From an optimization exercise on the open Yosys and OpenROAD flow, aimed at small area; shortcuts taken in it are not production practice.
RTL that was checked went through simulation tests only; none was proved equivalent to the original.
Power is estimated from default activity; no workload was simulated.

Setup of xenon:
==> flow/design.v (excerpt) <==
module treadle_law (
    input  wire               clk,
    input  wire               rst,       
    input  wire               sample,    
    input  wire               first,     
    input  wire               bias,      
    input  wire signed [31:0] r,
    input  wire signed [31:0] y,
    input  wire signed [23:0] kp,
    input  wire signed [23:0] ki,
    input  wire signed [23:0] kd,
    input  wire signed [23:0] kf,
    input  wire        [4:0]  shift,
    input  wire        [15:0] u0,
    input  wire        [15:0] umin,
    input  wire        [15:0] umax,
    output reg         [15:0] u,
    output reg                upd,       
    output reg                sat,
    output reg                hold
);
    localparam HW = 51;           
    reg        [47:0] integ;      
    reg        [31:0] y_q;        
    reg        [31:0] yp_q;       
    reg               dyz;        
    reg        [31:0] r_q;
    reg        [31:0] x_q;        
    reg        [71:0] chain;      
    reg        [23:0] ki_q;       
    reg      [HW-1:0] h;          
    reg               ovf;        
    reg               ovf_s;      
    reg        [17:0] u0_q;       
    reg               u0_hi;      
    reg        [15:0] umin_q, umax_q;
    reg        [3:0]  skip;       
    reg               sh0;        
    reg        [3:0]  ncol;       
    reg               bias_q;
    reg               started;
    reg               busy;
    reg        [6:0]  cnt;
    reg        [1:0]  ph;         
    reg               cy;         
    reg               unz;        
    wire first_eff = first | ~started;
    wire [71:0] chain_ld;
    genvar gj;
    generate
        for (gj = 0; gj < 12; gj = gj + 1) begin : g_ld
            assign chain_ld[2*((3*gj+14)%36) +: 2] = kp[2*gj +: 2];
            assign chain_ld[2*((3*gj+15)%36) +: 2] = kd[2*gj +: 2];
            assign chain_ld[2*((3*gj+16)%36) +: 2] = kf[2*gj +: 2];
        end
    endgenerate
    reg horner;                   
    reg v_last;                   
    reg in_s;                     
    reg s_first;                  
    reg in_fl;                    
    reg preload;                  
  ...
Size: roughly 2200 cells after synthesis, about 430 flip-flops, ~240 I/O pins, about 0.022 mm2 of cells after synthesis.
Settings: LEC_CHECK=0, CAP_MARGIN=20, CORE_MARGIN=2, CORE_UTILIZATION=60, CTS_BUF_LIST=sky130_fd_sc_hd__clkbuf_2 sky130_fd_sc_hd__clkbuf_4, CTS_CLUSTER_SIZE=20, PLACE_DENSITY=0.7, SLEW_MARGIN=20; clock period 10.0 ns.
run.sh (not shown) runs the stock make flow with config.mk's settings and CLKGATE_MAP_FILE= SYNTH_SCRIPT=/design/flow/synth_recipe.tcl, a recipe that flattens the netlist after the stock synthesis.
--- input diff xenon..lagoon ---
Settings: CTS_BUF_LIST changed from sky130_fd_sc_hd__clkbuf_2 sky130_fd_sc_hd__clkbuf_4 to sky130_fd_sc_hd__clkbuf_4 sky130_fd_sc_hd__clkbuf_8; PLACE_DENSITY changed from 0.7 to 0.8; CORE_UTILIZATION changed from 60 to 70; CTS_CLUSTER_SIZE removed (was 20).
--- outcome ---
- Endpoint of the most critical setup path = h[44]: lagoon; endpoint of the most critical setup path = h[49]: xenon
- Against xenon, pin count of the biggest net entering global routing in lagoon rose slightly.
- Via count (lower): xenon
- Taking xenon as the reference point, the final wirelength of lagoon rises by 5.6%.
- Delta (lagoon minus xenon): share of power burned in combinational logic level; switching component of the power moved up.
- Of lagoon and xenon, it is lagoon that has the lower summed area of non-filler cells in the final layout.
- Relative to xenon, count of filler cells inserted in the layout decreased by 1002 in lagoon.
- In the metrics for lagoon and xenon, the one carrying the lower vertical die dimension is lagoon.
- When lagoon is measured against xenon, its total global routing track utilization turns out 5.5 points higher.
- Compared with xenon, lagoon improves worst clock skew on the final layout.
- Power per cell area in lagoon vs xenon: up about 2.2%
For harbor, these inputs were changed with respect to lagoon:
Settings: a deleted CTS_BUF_LIST that had been sky130_fd_sc_hd__clkbuf_4 sky130_fd_sc_hd__clkbuf_8; a change of PLACE_DENSITY from 0.8 to 0.7; a change of CORE_UTILIZATION from 70 to 60.
==> flow/flow/run.sh (new file) <==
#!/bin/bash
# Standard layout, with buf_1 cells as the port buffers.
set -euo pipefail
bash standard.sh 'BUFFER_PORTS_ARGS=-buffer_cell sky130_fd_sc_hd__buf_1' finish > standard_make.log 2>&1
==> flow/standard.sh (new file) <==
#!/bin/bash
# synth_recipe.tcl (not shown) runs the flow's synth.tcl, then flattens the netlist and writes it again
# the make line also repeats each setting of config.mk as NAME=value (left out here)
make -C /OpenROAD-flow-scripts/flow DESIGN_CONFIG=/design/flow/config.mk WORK_HOME=/design/flow/orfs CLKGATE_MAP_FILE= SYNTH_SCRIPT=/design/flow/synth_recipe.tcl "${@:-finish}"
removed: flow/run.sh
[summary]
The wire length the detailed router placed on met1 of harbor is higher than that of lagoon. In harbor relative to lagoon, total chip power had gone down slightly. From harbor to lagoon, number of gates resized after CTS did not move at all. Between lagoon and harbor, the difference in number of flops mapped to enable cells by yosys is negligible.

* * *

Another version of the RTL of treadle_law (not shown whole).
Size in the first run: roughly 2000 cells after synthesis, roughly 430 flip-flops, ~240 I/O pins, ~21000 sq um of cells after synthesis.
==> flow/config.mk <==
export PLATFORM = sky130hd
export DESIGN_NAME = treadle_law
export DESIGN_NICKNAME = treadle_law
export VERILOG_FILES = /design/flow/design.v
export SDC_FILE = /design/flow/constraint.sdc
export NUM_CORES = 4
export LEC_CHECK = 0
export CAP_MARGIN = 10
export CORE_MARGIN = 2
export CORE_UTILIZATION = 80
export CTS_BUF_LIST = sky130_fd_sc_hd__clkbuf_16
export CTS_CLUSTER_DIAMETER = 80
export CTS_CLUSTER_SIZE = 24
export PLACE_DENSITY = 0.9
export SLEW_MARGIN = 10
==> flow/constraint.sdc <==
create_clock -name core_clock -period 10.0 [get_ports {clk}]
set_input_delay 2.0000 -clock core_clock [delete_from_list [all_inputs] [get_ports {clk}]]
set_output_delay 2.0000 -clock core_clock [all_outputs]
set_load 0.01 [all_outputs]
standard.sh (not shown) runs the stock make flow with config.mk's settings and CLKGATE_MAP_FILE= SYNTH_SCRIPT=/design/flow/synth_recipe.tcl, a recipe that flattens the netlist after the stock synthesis.
==> flow/flow/run.sh <==
#!/bin/bash
# Standard layout, with buf_1 cells as the port buffers.
set -euo pipefail
bash standard.sh 'BUFFER_PORTS_ARGS=-buffer_cell sky130_fd_sc_hd__buf_1' finish > standard_make.log 2>&1
The baseline completed with no timing, DRC or antenna violations.
Change:
Settings changed: CAP_MARGIN 10 to 20, SLEW_MARGIN 10 to 20.
Sequential share of layout area barely changes.
Cell count barely changes.
Worst setup slack barely changes.
Die area is unchanged.
Wire length barely changes.
Sequential power hardly moves.
Via count stays flat.
No functional check of the RTL was part of any run of this note.

* * *

treadle_law, a different RTL version from the one above (not shown whole).
Size in the first run: about 430 flip-flops, about 240 I/O pins, roughly 0.022 mm^2 of cells after synthesis.
export LEC_CHECK = 0
export CAP_MARGIN = 20
export CORE_MARGIN = 2
export CORE_UTILIZATION = 70
export CTS_BUF_LIST = sky130_fd_sc_hd__clkbuf_8
export CTS_CLUSTER_DIAMETER = 80
export CTS_CLUSTER_SIZE = 16
export PLACE_DENSITY = 0.8
export SLEW_MARGIN = 20
create_clock -name core_clock -period 10.0 [get_ports {clk}]
Scripts as last shown in full above: flow/flow/run.sh
The baseline produced a clean layout.
Next try:
CTS_BUF_LIST = sky130_fd_sc_hd__clkbuf_16   (was sky130_fd_sc_hd__clkbuf_8)
CTS_CLUSTER_DIAMETER = 100   (was 80)
CTS_CLUSTER_SIZE = 30   (was 16)
Effect: Worst setup slack loses 73 ps. Non-clock buffer count fell by 1. Utilization stays flat.
No run of this note included a check of the RTL's function; only the layout flow was run.

* * *

the baseline:
Another version of the RTL of treadle_law (not shown whole).
Size: about 420 flip-flops, ~23,000 sq um of cells after synthesis.
Design treadle_law, start of the top module:
module treadle_law (
    input  wire               clk,
    input  wire               rst,       
    input  wire               sample,    
    input  wire               first,     
    input  wire               bias,      
    input  wire signed [31:0] r,
    input  wire signed [31:0] y,
    input  wire signed [23:0] kp,
    input  wire signed [23:0] ki,
    input  wire signed [23:0] kd,
    input  wire signed [23:0] kf,
    input  wire        [4:0]  shift,
    input  wire        [15:0] u0,
    input  wire        [15:0] umin,
    input  wire        [15:0] umax,
    output reg         [15:0] u,
    output reg                upd,       
    output reg                sat,
    output reg                hold
);
Settings: LEC_CHECK=0, CAP_MARGIN=20, CORE_MARGIN=2, CORE_UTILIZATION=60, PLACE_DENSITY=0.7, SLEW_MARGIN=20; clock period 10.0 ns.
run.sh (not shown) runs the stock make flow with config.mk's settings and CLKGATE_MAP_FILE= SYNTH_SCRIPT=/design/flow/synth_recipe.tcl, a recipe that flattens the netlist after the stock synthesis.
Stock flow here: none of the scripts above is used.
The baseline reached the final stage; the timing, design-rule and antenna checks on its layout passed.
diff inputs: the baseline => the candidate
- a deleted PLACE_DENSITY that had been 0.7
- a change of CORE_UTILIZATION from 60 to 40
Notes after the runs:
Clock-buffer cell count came out higher on the candidate than on the baseline.
HPWL after detailed placement: the candidate vs the baseline up 3600 um
[compare] base=the baseline new=the candidate: share of the final layout cell area in multi-input gates down 0.91 points; met1 wire length up 11%.
The candidate against the baseline: final setup skew shows no meaningful change, ratio of final minimum period to clock period went up 2.0 points.
Function was not checked in any run of this note: the RTL went through the layout flow alone.

* * *

## run a
treadle_law, a different RTL version from the one above (not shown whole).
Size: ~2000 cells after synthesis, roughly 430 flip-flops, about 240 I/O pins, about 21000 µm² of cells after synthesis.
==> flow/design.v (excerpt) <==
module treadle_law (
    input  wire               clk,
    input  wire               rst,       
    input  wire               sample,    
    input  wire               first,     
    input  wire               bias,      
    input  wire signed [31:0] r,
    input  wire signed [31:0] y,
    input  wire signed [23:0] kp,
    input  wire signed [23:0] ki,
    input  wire signed [23:0] kd,
    input  wire signed [23:0] kf,
    input  wire        [4:0]  shift,
    input  wire        [15:0] u0,
    input  wire        [15:0] umin,
    input  wire        [15:0] umax,
    output reg         [15:0] u,
    output reg                upd,       
    output reg                sat,
    output reg                hold
);
export LEC_CHECK = 0
export CAP_MARGIN = 20
export CORE_MARGIN = 2
export CORE_UTILIZATION = 75
export CTS_BUF_LIST = sky130_fd_sc_hd__clkbuf_8
export CTS_CLUSTER_DIAMETER = 70
export CTS_CLUSTER_SIZE = 14
export PLACE_DENSITY = 0.85
export SLEW_MARGIN = 20
create_clock -name core_clock -period 10.0 [get_ports {clk}]
standard.sh (not shown) runs the stock make flow with config.mk's settings and CLKGATE_MAP_FILE= SYNTH_SCRIPT=/design/flow/synth_recipe.tcl, a recipe that flattens the netlist after the stock synthesis.
Scripts as last shown in full above: flow/flow/run.sh
Edits applied to the flow inputs when going from run a to run b:
==> flow/config.mk <==
export PLATFORM = sky130hd
export DESIGN_NAME = treadle_law
export DESIGN_NICKNAME = treadle_law
export VERILOG_FILES = /design/flow/design.v
export SDC_FILE = /design/flow/constraint.sdc
export NUM_CORES = 4
export LEC_CHECK = 0
export CAP_MARGIN = 20
export CORE_MARGIN = 2
export CORE_UTILIZATION = 80
export CTS_BUF_LIST = sky130_fd_sc_hd__clkbuf_16
export CTS_CLUSTER_DIAMETER = 80
export CTS_CLUSTER_SIZE = 24
export PLACE_DENSITY = 0.9
export SLEW_MARGIN = 20
==> comparison <==
Diff run b..run a | layout multi-input combinational cell count | unchanged
Run b vs run a on global-route usage: run b is the higher one.
Going from run a to run b, synthesis-to-finish area growth fell by 0.39 points; biggest fanout along the worst timing path rose by 63; die area fell by 1800 µm²; count of non-filler cells in the finished layout fell by about 2.6%.
The final reports for run b and run a show setup slack at placement lower in the former.
Compared with run a, run b has less setup slack.
Run b: post-route fraction of the period consumed by the critical path 0.72 points above run a
Internal cell power of run b exceeds that of run a slightly.
No run of this note included a check of the RTL's function; only the layout flow was run.

port drivers added, routing unchanged:
How much do the figures lean on ideal ports? The routed layouts below were timed once more, with nothing changed but the port constraints.
Step 1, drivers: a clkbuf_16 drives clk and a buf_2 each remaining input, both assumed.
Step 2, shift: input delay + t, output delay - t, t = (earliest + latest rising clock arrival at the registers) / 2. This alone moves slack from input paths to output paths.
Three values: ideal, step 1, step 2; two values: the first two.
run	t, ns	slack for setup (ns)	worst setup path after step 2	worst register clock-pin slew, ns
xenon	0.869	0.797 / 0.797 / 0.797	register to register	0.07 / 0.07
lagoon	0.645	0.694 / 0.694 / 0.694	register to register	0.07 / 0.07
harbor	0.625	0.549 / 0.549 / 0.549	register to register	0.06 / 0.06
the first run of note 2	0.598	0.720 / 0.720 / 0.720	register to register	0.10 / 0.10
the second run of note 2	0.597	0.720 / 0.720 / 0.720	register to register	0.11 / 0.11
the first run of note 3	0.698	0.486 / 0.486 / 0.486	register to register	0.12 / 0.12
the second run of note 3	0.590	0.413 / 0.413 / 0.413	register to register	0.12 / 0.12
the baseline	0.645	0.602 / 0.602 / 0.602	register to register	0.07 / 0.07
the candidate	0.645	0.402 / 0.402 / 0.402	register to register	0.06 / 0.06
run a	0.611	0.466 / 0.466 / 0.466	register to register	0.10 / 0.10
run b	0.601	0.394 / 0.394 / 0.394	register to register	0.10 / 0.10
After both steps every run listed still meets setup and hold.
